Background: an optimization exercise with open tools, aiming at small area and a short achievable clock period. Do not read the settings as production practice. Function was checked by simulation only, so behaviour that the tests miss may differ from the original. Power is estimated from default activity; no workload was simulated.

$ cat run.sh
#!/bin/bash
# synth_recipe.tcl (not shown) runs the flow's synth.tcl, then flattens the netlist and writes it again
# the make line also repeats each setting of config.mk as NAME=value (left out here)
make -C /OpenROAD-flow-scripts/flow DESIGN_CONFIG=/design/flow/config.mk WORK_HOME=/design/flow/orfs CLKGATE_MAP_FILE= SYNTH_SCRIPT=/design/flow/synth_recipe.tcl finish
$ cat config.mk
export PLATFORM = sky130hd
export DESIGN_NAME = gust_engine
export DESIGN_NICKNAME = gust_engine
export VERILOG_FILES = /design/flow/design.v
export SDC_FILE = /design/flow/constraint.sdc
export NUM_CORES = 8
export LEC_CHECK = 0
export CAP_MARGIN = 20
export CORE_MARGIN = 2
export CORE_UTILIZATION = 40
export SLEW_MARGIN = 20
$ cat constraint.sdc
create_clock -name core_clock -period 16.0 [get_ports {clk}]
set_input_delay 3.2000 -clock core_clock [delete_from_list [all_inputs] [get_ports {clk}]]
set_output_delay 3.2000 -clock core_clock [all_outputs]
set_load 0.01 [all_outputs]
$ cat design.v
module gust_engine (
    input  wire        clk,
    input  wire        rst,
    input  wire        reg_we,
    input  wire        reg_re,
    input  wire [6:0]  reg_addr,
    input  wire [31:0] reg_wdata,
    output reg  [31:0] reg_rdata,
    input  wire [31:0] pin_in,
    output reg  [31:0] out_val,
    output reg  [31:0] out_en,
    input  wire [31:0] stime,
    input  wire        brz_pulse,
    input  wire [7:0]  brz_chan,
    output reg         sig_valid,
    output reg  [7:0]  sig_chan,
    output reg         ev_fault,
    output reg         ev_line_err,
    output wire        tx_req,
    output wire        rx_req
);
    function [15:0] crc16_bit;
        input [15:0] c;
        input        b;
        begin
            crc16_bit = {c[14:0], 1'b0} ^ ((c[15] ^ b) ? 16'h1021 : 16'h0000);
        end
    endfunction
    function [7:0] bitrev8;
        input [7:0] v;
        integer i;
        begin
            for (i = 0; i < 8; i = i + 1)
                bitrev8[i] = v[7 - i];
        end
    endfunction
    function [31:0] lowmask;
        input [5:0] n;
        begin
            lowmask = (n >= 6'd32) ? 32'hFFFF_FFFF : ((32'd1 << n) - 32'd1);
        end
    endfunction
    reg [31:0] prog [0:63];
    reg [15:0] div_int;
    reg [7:0]  div_frac;
    reg [5:0]  wrap_top, wrap_bot, start_pc;
    reg [4:0]  in_pos, out_pos;
    reg [5:0]  win_count;
    reg [7:0]  win_base;
    reg [1:0]  link_a, link_b;
    reg [4:0]  len_a_f, len_b_f, side_pos;
    reg [3:0]  rx_wm, tx_wm;
    reg [15:0] src_base;
    reg [31:0] side_reg [0:3];
    reg        line_err_f, rx_drop_f, rx_under_f, tx_over_f, illegal_f;
    reg [31:0] errcnt;
    reg        en, halted;
    reg [16:0] cnt;
    reg [7:0]  kstep;
    reg        div_restart_p, restart_p;
    reg [5:0]  pc;
    reg        stalled;
    reg [31:0] ir;
    reg [4:0]  dcnt;
    reg        tgt_v;
    reg [5:0]  tgt;
    reg [31:0] sa, sb, x, y;
    reg [5:0]  ca, cb;
    reg [15:0] line_crc;
    reg [31:0] stamp;
    reg        stamp_v;
    reg [15:0] loops;
    reg        brz_seen;
    reg [31:0] sync1, sync2;
    reg [31:0] txm [0:7];
    reg [31:0] rxm [0:7];
    reg [2:0]  tx_rd, tx_wr, rx_rd, rx_wr;
    reg [3:0]  tx_cnt, rx_cnt;
    wire [5:0] len_a = (len_a_f == 5'd0) ? 6'd32 : {1'b0, len_a_f};
    wire [5:0] len_b = (len_b_f == 5'd0) ? 6'd32 : {1'b0, len_b_f};
    wire tx_empty = (tx_cnt == 4'd0);
    wire rx_full  = (rx_cnt == 4'd8);
    wire [3:0] tx_wm_e = (tx_wm == 4'd0) ? 4'd1 : tx_wm;
    wire [3:0] rx_wm_e = (rx_wm == 4'd0) ? 4'd1 : rx_wm;
    assign tx_req = (4'd8 - tx_cnt) >= tx_wm_e;
    assign rx_req = rx_cnt >= rx_wm_e;
    wire [31:0] pins = sync2 & lowmask(win_count);
    wire wr_prog  = reg_we && (reg_addr[6] == 1'b0);
    wire wr_ctrl  = reg_we && (reg_addr == 7'h40);
    wire wr_div   = reg_we && (reg_addr == 7'h41);
    wire wr_pc    = reg_we && (reg_addr == 7'h42);
    wire wr_win   = reg_we && (reg_addr == 7'h43);
    wire wr_cfg   = reg_we && (reg_addr == 7'h44);
    wire wr_src   = reg_we && (reg_addr == 7'h45);
    wire wr_stat  = reg_we && (reg_addr == 7'h46);
    wire wr_err   = reg_we && (reg_addr == 7'h47);
    wire wr_outv  = reg_we && (reg_addr == 7'h4A);
    wire wr_oute  = reg_we && (reg_addr == 7'h4B);
    wire wr_txf   = reg_we && (reg_addr[6:2] == 5'b10011);
    wire wr_side  = reg_we && (reg_addr[6:2] == 5'b10101);
    wire wr_go    = reg_we && (reg_addr == 7'h59);
    wire rd_rxf   = reg_re && (reg_addr[6:2] == 5'b10100);
    wire do_step = en && (cnt == 17'd0);
    reg [31:0] w;
    reg        issue;
    reg        illegal;
    reg        done;
    reg        br_taken;
    reg [5:0]  br_tgt;
    reg [7:0]  kk;
    reg [16:0] interval;
    reg [5:0]  n_pc;
    reg        n_stalled;
    reg [31:0] n_ir;
    reg [4:0]  n_dcnt;
    reg        n_tgt_v;
    reg [5:0]  n_tgt;
    reg [31:0] n_sa, n_sb, n_x, n_y;
    reg [5:0]  n_ca, n_cb;
    reg [15:0] n_line_crc;
    reg [31:0] n_stamp;
    reg        n_stamp_v;
    reg [15:0] n_loops;
    reg        n_brz_seen;
    reg [31:0] n_out_val, n_out_en;
    reg        s_halt, s_illegal, s_rx_drop, s_line_err, s_fault, s_sig, s_errinc;
    reg [7:0]  s_sig_chan;
    reg [16:0] n_cnt;
    reg [7:0]  n_kstep;
    reg        s_restart_done;
    reg        tx_pop;
    reg [2:0]  rx_push_n;
    reg [31:0] rx_pw0, rx_pw1, rx_pw2, rx_pw3;
    reg        r_sel;
    reg [31:0] rv;
    reg [5:0]  rc, rlen;
    reg [1:0]  rlink;
    reg [5:0]  n;
    reg [31:0] d, s;
    reg [63:0] wide;
    reg [31:0] omask, odata;
    reg        push;
    reg [5:0]  csum;
    reg [15:0] crc;
    reg [63:0] value;
    reg [15:0] source;
    reg [31:0] stamp_use;
    reg [111:0] rec;
    reg [31:0] cval;
    reg        hit_now;
    reg [31:0] side_ent_w;
    reg [7:0]  side_ent;
    reg [31:0] side_mask, side_val;
    integer    i, j;
    always @(*) begin
        n_pc = pc; n_stalled = stalled; n_ir = ir; n_dcnt = dcnt;
        n_tgt_v = tgt_v; n_tgt = tgt;
        n_sa = sa; n_sb = sb; n_x = x; n_y = y; n_ca = ca; n_cb = cb;
        n_line_crc = line_crc; n_stamp = stamp; n_stamp_v = stamp_v;
        n_loops = loops; n_brz_seen = brz_seen;
        n_out_val = out_val; n_out_en = out_en;
        s_halt = 1'b0; s_illegal = 1'b0; s_rx_drop = 1'b0; s_line_err = 1'b0;
        s_fault = 1'b0; s_sig = 1'b0; s_sig_chan = 8'd0; s_errinc = 1'b0;
        s_restart_done = 1'b0;
        n_cnt = cnt; n_kstep = kstep;
        tx_pop = 1'b0; rx_push_n = 3'd0;
        rx_pw0 = 32'd0; rx_pw1 = 32'd0; rx_pw2 = 32'd0; rx_pw3 = 32'd0;
        w = 32'd0; issue = 1'b0; illegal = 1'b0; done = 1'b0;
        br_taken = 1'b0; br_tgt = 6'd0;
        kk = 8'd0; interval = 17'd0;
        r_sel = 1'b0; rv = 32'd0; rc = 6'd0; rlen = 6'd32; rlink = 2'd0;
        n = 6'd0; d = 32'd0; s = 32'd0; wide = 64'd0; omask = 32'd0; odata = 32'd0;
        push = 1'b0; csum = 6'd0; crc = 16'd0; value = 64'd0; source = 16'd0;
        stamp_use = 32'd0; rec = 112'd0; cval = 32'd0; hit_now = 1'b0;
        side_ent_w = 32'd0; side_ent = 8'd0; side_mask = 32'd0; side_val = 32'd0;
        if (en && !do_step && stalled && dcnt == 5'd0 &&
            ir[31:28] == 4'h3 && ir[18:17] == 2'd1) begin
            if (brz_pulse && brz_chan == ir[15:8])
                n_brz_seen = 1'b1;
        end
        if (en && !do_step)
            n_cnt = cnt - 17'd1;
        if (do_step) begin
            kk = div_restart_p ? 8'd0 : kstep;
            interval = ((div_int == 16'd0) ? 17'h10000 : {1'b0, div_int})
                     + ((bitrev8(kk) < div_frac) ? 17'd1 : 17'd0);
            n_cnt = interval - 17'd1;
            n_kstep = kk + 8'd1;
            if (restart_p) begin
                s_restart_done = 1'b1;
            end else if (dcnt != 5'd0) begin
                n_dcnt = dcnt - 5'd1;
                if (dcnt == 5'd1) begin
                    if (tgt_v)
                        n_pc = tgt;
                    else if (pc == wrap_top) begin
                        n_pc = wrap_bot;
                        n_loops = loops + 16'd1;
                    end else
                        n_pc = pc + 6'd1;
                    n_tgt_v = 1'b0;
                end
            end else begin
                issue = !stalled;
                w = stalled ? ir : prog[pc];
                case (w[31:28])
                    4'h1: illegal = (w[15:13] > 3'd4) || (w[15:13] == 3'd1 && !w[18]);
                    4'h2: illegal = 1'b0;
                    4'h3: illegal = (w[18:17] == 2'd3);
                    4'h4: illegal = (w[18:15] > 4'd12) || (w[14:13] == 2'd3);
                    4'h5, 4'h6, 4'h7, 4'h8, 4'h9: illegal = 1'b0;
                    default: illegal = 1'b1;
                endcase
                if (illegal) begin
                    s_halt = 1'b1;
                    s_illegal = 1'b1;
                    s_fault = 1'b1;
                    n_stalled = 1'b0;
                end else begin
                    if (issue) begin
                        side_ent_w = side_reg[w[22:21]];
                        side_ent = side_ent_w[w[20:19]*8 +: 8];
                        for (i = 0; i < 4; i = i + 1) begin
                            if (side_ent[4+i] && ({1'b0, side_pos} + i) < 6'd32) begin
                                side_mask[side_pos + i] = 1'b1;
                                side_val[side_pos + i] = side_ent[i];
                            end
                        end
                    end
                    case (w[31:28])
                        4'h1: begin
                            r_sel = w[16];
                            rv    = r_sel ? sb : sa;
                            rc    = r_sel ? cb : ca;
                            rlen  = r_sel ? len_b : len_a;
                            rlink = r_sel ? link_b : link_a;
                            n     = (w[4:0] == 5'd0) ? 6'd32 : {1'b0, w[4:0]};
                            if (w[18]) begin
                                done = 1'b1;
                                if (rlink == 2'd1 && rc == 6'd0) begin
                                    if (tx_empty)
                                        done = 1'b0;
                                    else begin
                                        tx_pop = 1'b1;
                                        rv = txm[tx_rd];
                                        rc = rlen;
                                    end
                                end
                                if (done) begin
                                    if (w[17]) begin
                                        wide = ({32'd0, rv & lowmask(rc)} << n) >> rc;
                                        d = wide[31:0] & lowmask(n);
                                    end else begin
                                        d = rv & lowmask(n);
                                        rv = (n == 6'd32) ? 32'd0 : (rv >> n);
                                    end
                                    rc = (rc > n) ? (rc - n) : 6'd0;
                                    if (r_sel) begin n_sb = rv; n_cb = rc; end
                                    else       begin n_sa = rv; n_ca = rc; end
                                    omask = lowmask(n) << out_pos;
                                    odata = d << out_pos;
                                    case (w[15:13])
                                        3'd0: n_out_val = (out_val & ~omask) | (odata & omask);
                                        3'd1: n_out_en  = (out_en  & ~omask) | (odata & omask);
                                        3'd2: n_x = d;
                                        3'd3: n_y = d;
                                        default: ;
                                    endcase
                                end
                            end else begin
                                csum = ((rc + n) > 6'd32) ? 6'd32 : (rc + n);
                                push = (rlink == 2'd2) && (csum >= rlen);
                                done = !(push && rx_full);
                                if (done) begin
                                    case (w[15:13])
                                        3'd0: s = (pins >> in_pos) & lowmask(n);
                                        3'd2: s = x & lowmask(n);
                                        3'd3: s = y & lowmask(n);
                                        default: s = 32'd0;
                                    endcase
                                    if (w[15:13] == 3'd0) begin
                                        crc = line_crc;
                                        for (j = 0; j < 32; j = j + 1) begin
                                            if (j < n) begin
                                                if (w[17])
                                                    crc = crc16_bit(crc, s[n - 1 - j]);
                                                else
                                                    crc = crc16_bit(crc, s[j]);
                                            end
                                        end
                                        n_line_crc = crc;
                                    end
                                    if (w[17])
                                        rv = (n == 6'd32) ? s : ((rv << n) | s);
                                    else if (rc < 6'd32)
                                        rv = (rv & ~(lowmask(n) << rc))
                                           | ((s << rc) & (lowmask(n) << rc));
                                    rc = csum;
                                    if (push) begin
                                        rx_push_n = 3'd1;
                                        rx_pw0 = rv;
                                        rv = 32'd0;
                                        rc = 6'd0;
                                    end
                                    if (r_sel) begin n_sb = rv; n_cb = rc; end
                                    else       begin n_sa = rv; n_ca = rc; end
                                end
                            end
                        end
                        4'h2: begin
                            done = 1'b1;
                            for (i = 0; i < 8; i = i + 1) begin
                                if (i <= w[10:8] && ({1'b0, w[17:13]} + i) < 6'd32) begin
                                    if (w[18]) n_out_en[w[17:13] + i]  = w[i];
                                    else       n_out_val[w[17:13] + i] = w[i];
                                end
                            end
                        end
                        4'h3: begin
                            case (w[18:17])
                                2'd0: done = (pins[w[12:8]] == w[16]);
                                2'd1: begin
                                    hit_now = brz_pulse && (brz_chan == w[15:8]);
                                    if (issue) begin
                                        done = 1'b0;
                                        n_brz_seen = hit_now;
                                    end else begin
                                        done = brz_seen;
                                        n_brz_seen = brz_seen | hit_now;
                                    end
                                end
                                default: begin
                                    cval = w[8] ? y : x;
                                    if (cval == 32'd0)
                                        done = 1'b1;
                                    else begin
                                        done = 1'b0;
                                        if (w[8]) n_y = y - 32'd1;
                                        else      n_x = x - 32'd1;
                                    end
                                end
                            endcase
                        end
                        4'h4: begin
                            done = 1'b1;
                            case (w[18:15])
                                4'd0:  br_taken = 1'b1;
                                4'd1:  br_taken = (x == 32'd0);
                                4'd2:  br_taken = (x != 32'd0);
                                4'd3:  br_taken = (y == 32'd0);
                                4'd4:  br_taken = (y != 32'd0);
                                4'd5:  br_taken = (x == y);
                                4'd6:  br_taken = (x != y);
                                4'd7:  br_taken = pins[w[12:8]];
                                4'd8:  br_taken = !pins[w[12:8]];
                                4'd9:  br_taken = tx_empty;
                                4'd10: br_taken = rx_full;
                                4'd11: br_taken = (ca == 6'd0);
                                default: br_taken = (cb >= len_b);
                            endcase
                            br_tgt = w[5:0];
                            if (w[14:13] == 2'd1) n_x = x - 32'd1;
                            if (w[14:13] == 2'd2) n_y = y - 32'd1;
                        end
                        4'h5: begin
                            done = 1'b1;
                            case (w[17:16])
                                2'd0: cval = {16'd0, w[15:0]};
                                2'd1: cval = (w[18] ? y : x) - 32'd1;
                                2'd2: cval = {w[15:0], (w[18] ? y[15:0] : x[15:0])};
                                default: cval = w[18] ? x : y;
                            endcase
                            if (w[18]) n_y = cval;
                            else       n_x = cval;
                        end
                        4'h6: begin
                            done = 1'b1;
                            r_sel = w[14];
                            rv    = r_sel ? sb : sa;
                            rc    = r_sel ? cb : ca;
                            rlen  = r_sel ? len_b : len_a;
                            if (!w[15] && w[16] &&
                                (w[18] ? (rc != 6'd0) : (rc < rlen))) begin
                            end else if (w[18]) begin
                                if (tx_empty) begin
                                    done = !w[17];
                                end else begin
                                    tx_pop = 1'b1;
                                    case (w[15:14])
                                        2'd0: begin n_sa = txm[tx_rd]; n_ca = len_a; end
                                        2'd1: begin n_sb = txm[tx_rd]; n_cb = len_b; end
                                        2'd2: n_x = txm[tx_rd];
                                        default: n_y = txm[tx_rd];
                                    endcase
                                end
                            end else begin
                                if (rx_full && w[17]) begin
                                    done = 1'b0;
                                end else begin
                                    if (rx_full)
                                        s_rx_drop = 1'b1;
                                    else begin
                                        rx_push_n = 3'd1;
                                        case (w[15:14])
                                            2'd0: rx_pw0 = sa;
                                            2'd1: rx_pw0 = sb;
                                            2'd2: rx_pw0 = x;
                                            default: rx_pw0 = y;
                                        endcase
                                    end
                                    if (w[15:14] == 2'd0) begin n_sa = 32'd0; n_ca = 6'd0; end
                                    if (w[15:14] == 2'd1) begin n_sb = 32'd0; n_cb = 6'd0; end
                                end
                            end
                        end
                        4'h7: begin
                            done = 1'b1;
                            s_sig = 1'b1;
                            s_sig_chan = w[7:0];
                        end
                        4'h8: begin
                            if (w[18]) begin
                                done = !rx_full;
                                if (done) begin
                                    rx_push_n = 3'd1;
                                    rx_pw0 = stime;
                                end
                            end else begin
                                done = 1'b1;
                                n_stamp = stime;
                                n_stamp_v = 1'b1;
                            end
                        end
                        default: begin
                            if (w[16] && line_crc != 16'h0000) begin
                                done = 1'b1;
                                s_errinc = 1'b1;
                                s_line_err = 1'b1;
                            end else begin
                                done = (rx_cnt <= 4'd4);
                                if (done) begin
                                    case (w[18:17])
                                        2'd0: value = {32'd0, sb};
                                        2'd1: begin
                                            if (cb == 6'd0)
                                                value = 64'd0;
                                            else if (sb[cb - 6'd1])
                                                value = {32'hFFFF_FFFF, sb | ~lowmask(cb)};
                                            else
                                                value = {32'd0, sb & lowmask(cb)};
                                        end
                                        2'd2: value = {x, sb};
                                        default: value = {32'd0, x};
                                    endcase
                                    stamp_use = stamp_v ? stamp : stime;
                                    source = src_base + {8'd0, w[7:0]};
                                    for (i = 0; i < 8; i = i + 1)
                                        rec[111 - 8*i -: 8] = value[8*i +: 8];
                                    for (i = 0; i < 4; i = i + 1)
                                        rec[47 - 8*i -: 8] = stamp_use[8*i +: 8];
                                    rec[15:8] = source[7:0];
                                    rec[7:0]  = source[15:8];
                                    crc = 16'hFFFF;
                                    for (j = 111; j >= 0; j = j - 1)
                                        crc = crc16_bit(crc, rec[j]);
                                    rx_push_n = 3'd4;
                                    rx_pw0 = value[31:0];
                                    rx_pw1 = value[63:32];
                                    rx_pw2 = stamp_use;
                                    rx_pw3 = {crc, source};
                                end
                            end
                            if (done) begin
                                n_sb = 32'd0;
                                n_cb = 6'd0;
                                n_line_crc = 16'hFFFF;
                                n_stamp_v = 1'b0;
                            end
                        end
                    endcase
                    n_out_val = (n_out_val & ~side_mask) | (side_val & side_mask);
                    if (done) begin
                        n_stalled = 1'b0;
                        if (w[27:23] == 5'd0) begin
                            if (br_taken)
                                n_pc = br_tgt;
                            else if (pc == wrap_top) begin
                                n_pc = wrap_bot;
                                n_loops = loops + 16'd1;
                            end else
                                n_pc = pc + 6'd1;
                        end else begin
                            n_dcnt = w[27:23];
                            n_tgt_v = br_taken;
                            n_tgt = br_tgt;
                        end
                    end else begin
                        n_stalled = 1'b1;
                        n_ir = w;
                    end
                end
            end
        end
    end
    always @(*) begin
        case (reg_addr)
            7'h40: reg_rdata = {31'd0, en};
            7'h41: reg_rdata = {8'd0, div_int, div_frac};
            7'h42: reg_rdata = {10'd0, wrap_top, 2'd0, wrap_bot, 2'd0, start_pc};
            7'h43: reg_rdata = {3'd0, in_pos, 3'd0, out_pos, 2'd0, win_count, win_base};
            7'h44: reg_rdata = {link_b, link_a, len_b_f, len_a_f, side_pos, rx_wm, tx_wm, 5'd0};
            7'h45: reg_rdata = {16'd0, src_base};
            7'h46: reg_rdata = {2'd0, pc, 1'b0,
                                halted ? 3'd4 : !en ? 3'd0 : (dcnt != 5'd0) ? 3'd3 :
                                stalled ? 3'd2 : 3'd1,
                                rx_cnt, tx_cnt, 6'd0,
                                line_err_f, rx_drop_f, rx_under_f, tx_over_f, illegal_f, 1'b0};
            7'h47: reg_rdata = errcnt;
            7'h48: reg_rdata = x;
            7'h49: reg_rdata = y;
            7'h4A: reg_rdata = out_val;
            7'h4B: reg_rdata = out_en;
            7'h50, 7'h51, 7'h52, 7'h53: reg_rdata = (rx_cnt == 4'd0) ? 32'd0 : rxm[rx_rd];
            7'h54, 7'h55, 7'h56, 7'h57: reg_rdata = side_reg[reg_addr[1:0]];
            7'h58: reg_rdata = {16'd0, loops};
            default: reg_rdata = 32'd0;
        endcase
    end
    wire start_go   = wr_go && reg_wdata[0];
    wire stop_go    = wr_go && reg_wdata[1] && !reg_wdata[0];
    wire ctrl_start = wr_ctrl && reg_wdata[0] && !en;
    wire any_start  = start_go || ctrl_start;
    wire restart_now = (wr_ctrl && reg_wdata[1] && !en) || (restart_p && !en);
    wire restart_any = restart_now || s_restart_done;
    wire tx_push_req = wr_txf;
    wire tx_push_ok  = tx_push_req && (tx_cnt != 4'd8);
    wire rx_pop_req  = rd_rxf;
    wire rx_pop_ok   = rx_pop_req && (rx_cnt != 4'd0);
    wire fifo_clr    = wr_ctrl && reg_wdata[2];
    integer k;
    always @(posedge clk) begin
        if (rst) begin
            for (k = 0; k < 64; k = k + 1) prog[k] <= 32'd0;
            for (k = 0; k < 4; k = k + 1) side_reg[k] <= 32'd0;
            for (k = 0; k < 8; k = k + 1) begin
                txm[k] <= 32'd0;
                rxm[k] <= 32'd0;
            end
            div_int <= 16'd1; div_frac <= 8'd0;
            wrap_top <= 6'h3F; wrap_bot <= 6'd0; start_pc <= 6'd0;
            in_pos <= 5'd0; out_pos <= 5'd0; win_count <= 6'd0; win_base <= 8'd0;
            link_a <= 2'd0; link_b <= 2'd0; len_a_f <= 5'd0; len_b_f <= 5'd0;
            side_pos <= 5'd0; rx_wm <= 4'd1; tx_wm <= 4'd1;
            src_base <= 16'd0;
            line_err_f <= 1'b0; rx_drop_f <= 1'b0; rx_under_f <= 1'b0;
            tx_over_f <= 1'b0; illegal_f <= 1'b0;
            errcnt <= 32'd0;
            en <= 1'b0; halted <= 1'b0; cnt <= 17'd0; kstep <= 8'd0;
            div_restart_p <= 1'b0; restart_p <= 1'b0;
            pc <= 6'd0; stalled <= 1'b0; ir <= 32'd0; dcnt <= 5'd0;
            tgt_v <= 1'b0; tgt <= 6'd0;
            sa <= 32'd0; sb <= 32'd0; x <= 32'd0; y <= 32'd0; ca <= 6'd0; cb <= 6'd0;
            line_crc <= 16'hFFFF; stamp <= 32'd0; stamp_v <= 1'b0; loops <= 16'd0;
            brz_seen <= 1'b0;
            sync1 <= 32'd0; sync2 <= 32'd0;
            out_val <= 32'd0; out_en <= 32'd0;
            sig_valid <= 1'b0; sig_chan <= 8'd0; ev_fault <= 1'b0; ev_line_err <= 1'b0;
            tx_rd <= 3'd0; tx_wr <= 3'd0; tx_cnt <= 4'd0;
            rx_rd <= 3'd0; rx_wr <= 3'd0; rx_cnt <= 4'd0;
        end else begin
            sync1 <= pin_in;
            sync2 <= sync1;
            pc <= n_pc; stalled <= n_stalled; ir <= n_ir; dcnt <= n_dcnt;
            tgt_v <= n_tgt_v; tgt <= n_tgt;
            sa <= n_sa; sb <= n_sb; x <= n_x; y <= n_y; ca <= n_ca; cb <= n_cb;
            line_crc <= n_line_crc; stamp <= n_stamp; stamp_v <= n_stamp_v;
            loops <= n_loops; brz_seen <= n_brz_seen;
            out_val <= n_out_val; out_en <= n_out_en;
            cnt <= n_cnt; kstep <= n_kstep;
            if (do_step) div_restart_p <= 1'b0;
            sig_valid   <= s_sig;
            sig_chan    <= s_sig_chan;
            ev_fault    <= s_fault;
            ev_line_err <= s_line_err;
            if (s_halt) begin
                en <= 1'b0;
                halted <= 1'b1;
            end
            if (restart_any) begin
                pc <= start_pc;
                sa <= 32'd0; sb <= 32'd0; x <= 32'd0; y <= 32'd0;
                ca <= 6'd0; cb <= 6'd0; loops <= 16'd0;
                line_crc <= 16'hFFFF; stamp_v <= 1'b0;
                stalled <= 1'b0; dcnt <= 5'd0; tgt_v <= 1'b0;
                brz_seen <= 1'b0;
                halted <= 1'b0;
                restart_p <= 1'b0;
            end
            if (wr_ctrl && reg_wdata[1] && en)
                restart_p <= 1'b1;
            if (s_illegal) illegal_f <= 1'b1;
            else if (wr_stat && reg_wdata[1]) illegal_f <= 1'b0;
            if (s_rx_drop) rx_drop_f <= 1'b1;
            else if (wr_stat && reg_wdata[4]) rx_drop_f <= 1'b0;
            if (s_line_err) line_err_f <= 1'b1;
            else if (wr_stat && reg_wdata[5]) line_err_f <= 1'b0;
            if (rx_pop_req && !rx_pop_ok) rx_under_f <= 1'b1;
            else if (wr_stat && reg_wdata[3]) rx_under_f <= 1'b0;
            if (tx_push_req && !tx_push_ok) tx_over_f <= 1'b1;
            else if (wr_stat && reg_wdata[2]) tx_over_f <= 1'b0;
            if (wr_err)
                errcnt <= reg_wdata;
            else if (s_errinc && errcnt != 32'hFFFF_FFFF)
                errcnt <= errcnt + 32'd1;
            if (wr_ctrl) begin
                if (!s_halt) en <= reg_wdata[0];
                if (reg_wdata[3]) div_restart_p <= 1'b1;
            end
            if (any_start && !s_halt) begin
                en <= 1'b1;
                cnt <= 17'd0;
                loops <= 16'd0;
                halted <= 1'b0;
            end
            if (start_go) begin
                kstep <= 8'd0;
                div_restart_p <= 1'b0;
            end
            if (stop_go)
                en <= 1'b0;
            if (wr_prog) prog[reg_addr[5:0]] <= reg_wdata;
            if (wr_div) begin
                div_int <= reg_wdata[23:8];
                div_frac <= reg_wdata[7:0];
            end
            if (wr_pc) begin
                wrap_top <= reg_wdata[21:16];
                wrap_bot <= reg_wdata[13:8];
                start_pc <= reg_wdata[5:0];
            end
            if (!en) begin
                if (wr_win && reg_wdata[13:8] <= 6'd32) begin
                    in_pos <= reg_wdata[28:24];
                    out_pos <= reg_wdata[20:16];
                    win_count <= reg_wdata[13:8];
                    win_base <= reg_wdata[7:0];
                end
                if (wr_cfg && reg_wdata[31:30] != 2'd3 && reg_wdata[29:28] != 2'd3 &&
                    reg_wdata[12:9] <= 4'd8 && reg_wdata[8:5] <= 4'd8) begin
                    link_b <= reg_wdata[31:30];
                    link_a <= reg_wdata[29:28];
                    len_b_f <= reg_wdata[27:23];
                    len_a_f <= reg_wdata[22:18];
                    side_pos <= reg_wdata[17:13];
                    rx_wm <= reg_wdata[12:9];
                    tx_wm <= reg_wdata[8:5];
                end
                if (wr_src) src_base <= reg_wdata[15:0];
                if (wr_outv) out_val <= reg_wdata;
                if (wr_oute) out_en <= reg_wdata;
                if (wr_side) side_reg[reg_addr[1:0]] <= reg_wdata;
            end
            if (fifo_clr) begin
                tx_rd <= 3'd0; tx_wr <= 3'd0; tx_cnt <= 4'd0;
            end else begin
                if (tx_push_ok) begin
                    txm[tx_wr] <= reg_wdata;
                    tx_wr <= tx_wr + 3'd1;
                end
                if (tx_pop)
                    tx_rd <= tx_rd + 3'd1;
                tx_cnt <= tx_cnt + (tx_push_ok ? 4'd1 : 4'd0) - (tx_pop ? 4'd1 : 4'd0);
            end
            if (fifo_clr) begin
                if (rx_push_n != 3'd0) rxm[0] <= rx_pw0;
                if (rx_push_n >  3'd1) begin
                    rxm[1] <= rx_pw1; rxm[2] <= rx_pw2; rxm[3] <= rx_pw3;
                end
                rx_rd <= 3'd0;
                rx_wr <= rx_push_n;
                rx_cnt <= {1'b0, rx_push_n};
            end else begin
                if (rx_push_n != 3'd0) rxm[rx_wr] <= rx_pw0;
                if (rx_push_n >  3'd1) begin
                    rxm[rx_wr + 3'd1] <= rx_pw1;
                    rxm[rx_wr + 3'd2] <= rx_pw2;
                    rxm[rx_wr + 3'd3] <= rx_pw3;
                end
                rx_wr <= rx_wr + rx_push_n;
                if (rx_pop_ok)
                    rx_rd <= rx_rd + 3'd1;
                rx_cnt <= rx_cnt + {1'b0, rx_push_n} - (rx_pop_ok ? 4'd1 : 4'd0);
            end
        end
    end
endmodule
==> reports/results.ini <==
[route]
routed_via_density = 6.934
wire_per_inst_um = 42.78
vias = 206983
drt_pass1_iterations = 22
routed_wl_mm = 1277
drt_iter0_markers = 36819
postRouteAntennaNets = 0
drc_errors = 0

[power]
power_leakage_nw = 82.81
switching_share_pct = 50.17
p_per_area_nw_per_um2 = 244.2
p_int_w = 0.02955
combinationalPowerShare_pct = 69.7
p_sw_w = 0.02975
seqPwrFrac_pct = 16.3
vdd_drop_max_uv = 3397
power_frac_clock_pct = 14.0

[synthesis]
async_flop_share_pct = 0
synth_edf_count = 2688
ys_warn_count = 2
ys_ff_latch = 3291
synth.distinct_cells = 136
avgSynthCellArea_um2 = 9.680
synth_flop_cell = edfxtp_1
syn_area_um2 = 217600
syn_inst = 22479
synth_seq_area_share_pct = 42.64

[global_routing]
grt_pass1_wl_mm = 1697
grt_pass1_vias = 189731
grt_antenna_before_repair = 195
grt_use_total_pct = 44.67
grt-ovfl-total = 0
grt_max_degree = 84

[sta]
clock.fmax_ghz = 0.06438
finalCritPeriodShare_pct = 97.07
hold_viol = 0
fin_setup_tns_ns = 0
skew_ns = 0.09284
rsz0062_at_grt = false
setup_viol = 0
relSlewSlack_pct = 8.264
min_period_ns = 15.53
slew_violations = 0
tightest_slew_ns = 1.355

[setup_path]
worstSetupPathType = flop to flop
cp.arrival_ns = 16.42
cp-start-kind = flop
crit_fanout = 33
cpPeakStageDelay_ns = 0.94
end_kind = flop
cp.required_ns = 16.89
critical_path.slowest_cell = o21ai_1

[placed_design]
io_buffers = 224
gp_congestion = 1.093
hpwl_mm = 932.0

[hold_path]
hold_class = flop to flop

[cells_and_area]
multiInputGateArea_um2 = 117100
layout_common_cells = edfxtp_1, and2_1, nand2_1, nor2_1, a21oi_1
final_layout_size_suffix_gt1_share_pct = 14.35
largestRegisters = prog: 2048 flops, rxm: 256 flops, txm: 256 flops
layout_commonest_cell = edfxtp_1
regArea_um2 = 92850
post-route-util_pct = 44.87
area_growth_pct = 11.59
nets = 22392
regMostFlops = prog
nFillCells = 51647
largest_register_ffs = 2048

[clock_tree]
cts_resized = 0
clk_pin_slew_ns = 0.07
cts.sinks = 3291
cts-buffers-inserted = 368
postCtsSetupRepairBufs = 0
h-tree-depth = 5
insertion_delay_ns = 1.06
cts.path.max_buffers = 4
cts_tree = done
cts-root-buf = clkbuf_16
holdBufCountCts = 0

[die]
die_y_um = 741.6
rows = 270
start_util_pct = 40.21
io_pins = 225
die_x_um = 741.6
coreArea_um2 = 541200
die_area_um2 = 549900

[run]
max_cap_viol_count = 0

[run_status]
outcome = timing/DRC/antenna clean

[final timing paths]
path / from / end / slack [ns] / cells past startpoint
min: sync1[15] / sync2[15] / 0.41 / 1
max reg2reg: flop / line_crc[12] / 0.47 / 41
min reg2reg: sync1[15] / sync2[15] / 0.41 / 1
max: flop / line_crc[12] / 0.47 / 41
[stage by stage]
stage / power, W / area (um^2) / std cells / hold slack, ns / setup slack, ns
final: 0.05929 / 242800 / 29849 / 0.4134 / 0.4684
after global routing: 0.06030 / 242500 / 29727 / 0.4057 / 0.02546
after CTS: 0.05987 / 242200 / 29638 / 0.4017 / 1.024
after detailed placement: 0.05180 / 230800 / 28962 / 0.4253 / 1.096
after global placement: 0.05170 / 230700 / 28959 / 0.4206 / 0.6590
after floorplan: 0.04829 / 217600 / 22481 / 0.4138 / 0.003293
[synthesized netlist by cell type (330+ instances only)]
master | instances | area share (%)
edfxtp_1 | 2688 | 37
and2_1 | 2434 | 7.0
nand2_1 | 2072 | 3.6
nor2_1 | 1970 | 3.4
clkbuf_1 | 1747 | 3.0
a21oi_1 | 1537 | 3.5
o21ai_0 | 1396 | 3.2
mux4_2 | 788 | 8.2
mux2i_1 | 746 | 3.4
dfxtp_1 | 603 | 5.5
a22oi_1 | 408 | 1.4
nand3_1 | 406 | 0.93
xnor2_1 | 404 | 1.6
nor3_1 | 402 | 0.92
o22ai_1 | 330 | 0.95
[power by group through the flow]
stage / combinational, W / sequential, W / clock (W)
floorplan: 0.0385 / 0.00980 / 0
global placement: 0.0419 / 0.00983 / 0
detailed placement: 0.0419 / 0.00985 / 0
CTS: 0.0419 / 0.00967 / 0.00830
global route: 0.0420 / 0.00969 / 0.00860
finish: 0.0413 / 0.00967 / 0.00829
[kinds of logic after synthesis]
logic type / after synthesis / share of synthesized area [%]
muxes: 1664 / 12.26
and+or+nand+nor: 8382 / 19.16
AOI/OAI and AO/OA: 5962 / 17.80
adders and majority gates: 144 / 0.8372
DFF: 3291 / 42.64
other: 1 / 0.001723
xor gates and xnor gates: 680 / 3.114
buffers and inverters: 2355 / 4.185
[metal layers]
metal | GRT usage (%) | routed length [um] | vias to the layer above
li1 | - | - | 83249
met1 | 54.29 | 459800 | 103202
met2 | 65.67 | 540600 | 16275
met3 | 14.39 | 154500 | 4195
met4 | 34.48 | 121500 | 62
met5 | 0.05241 | 677 | -
[worst max-delay path, delay by kind of cell (launching register included)]
family / cells / cell delay (ns)
compound gates: 24 / 8.85
simple gates: 8 / 1.96
buf+inv: 5 / 1.81
xor+xnor: 3 / 1.42
flops: 1 / 0.84
fa+ha+maj: 1 / 0.30
[layout make-up]
class | count | area share, %
multi-input combinational | 16835 | 48.22
sequential | 3291 | 38.24
timing repair buffer | 1382 | 4.558
clock buffer | 491 | 4.090
tap | 7208 | 3.714
clock inverter | 185 | 0.5725
inverter | 255 | 0.4040
antenna | 202 | 0.2082

==> separate check: timing with driven ports <==
The results above use ideal ports. As a check the final layout listed here was re-extracted and re-timed, cells and wires unchanged. Step 1, drivers: a clkbuf_16 drives clk and a buf_2 each remaining input, both assumed. Step 2 also shifts input and output timing later by t, the mid clock arrival at the registers, as if the neighbouring blocks saw the same clock. Three values: ideal, step 1, step 2; two values: the first two.
shift t [ns]: 1.139
setup slack, ns: 0.468 / 0.468 / 0.468
hold slack, ns: 0.413 / 0.413 / 0.413
worst setup path at the end: register to register
latest minus earliest clock arrival (ns): 0.093 / 0.093
After both steps setup and hold are still met in this run. The setup slack of this run moves by 0.000 ns with the drivers and by 0.000 ns with both steps.
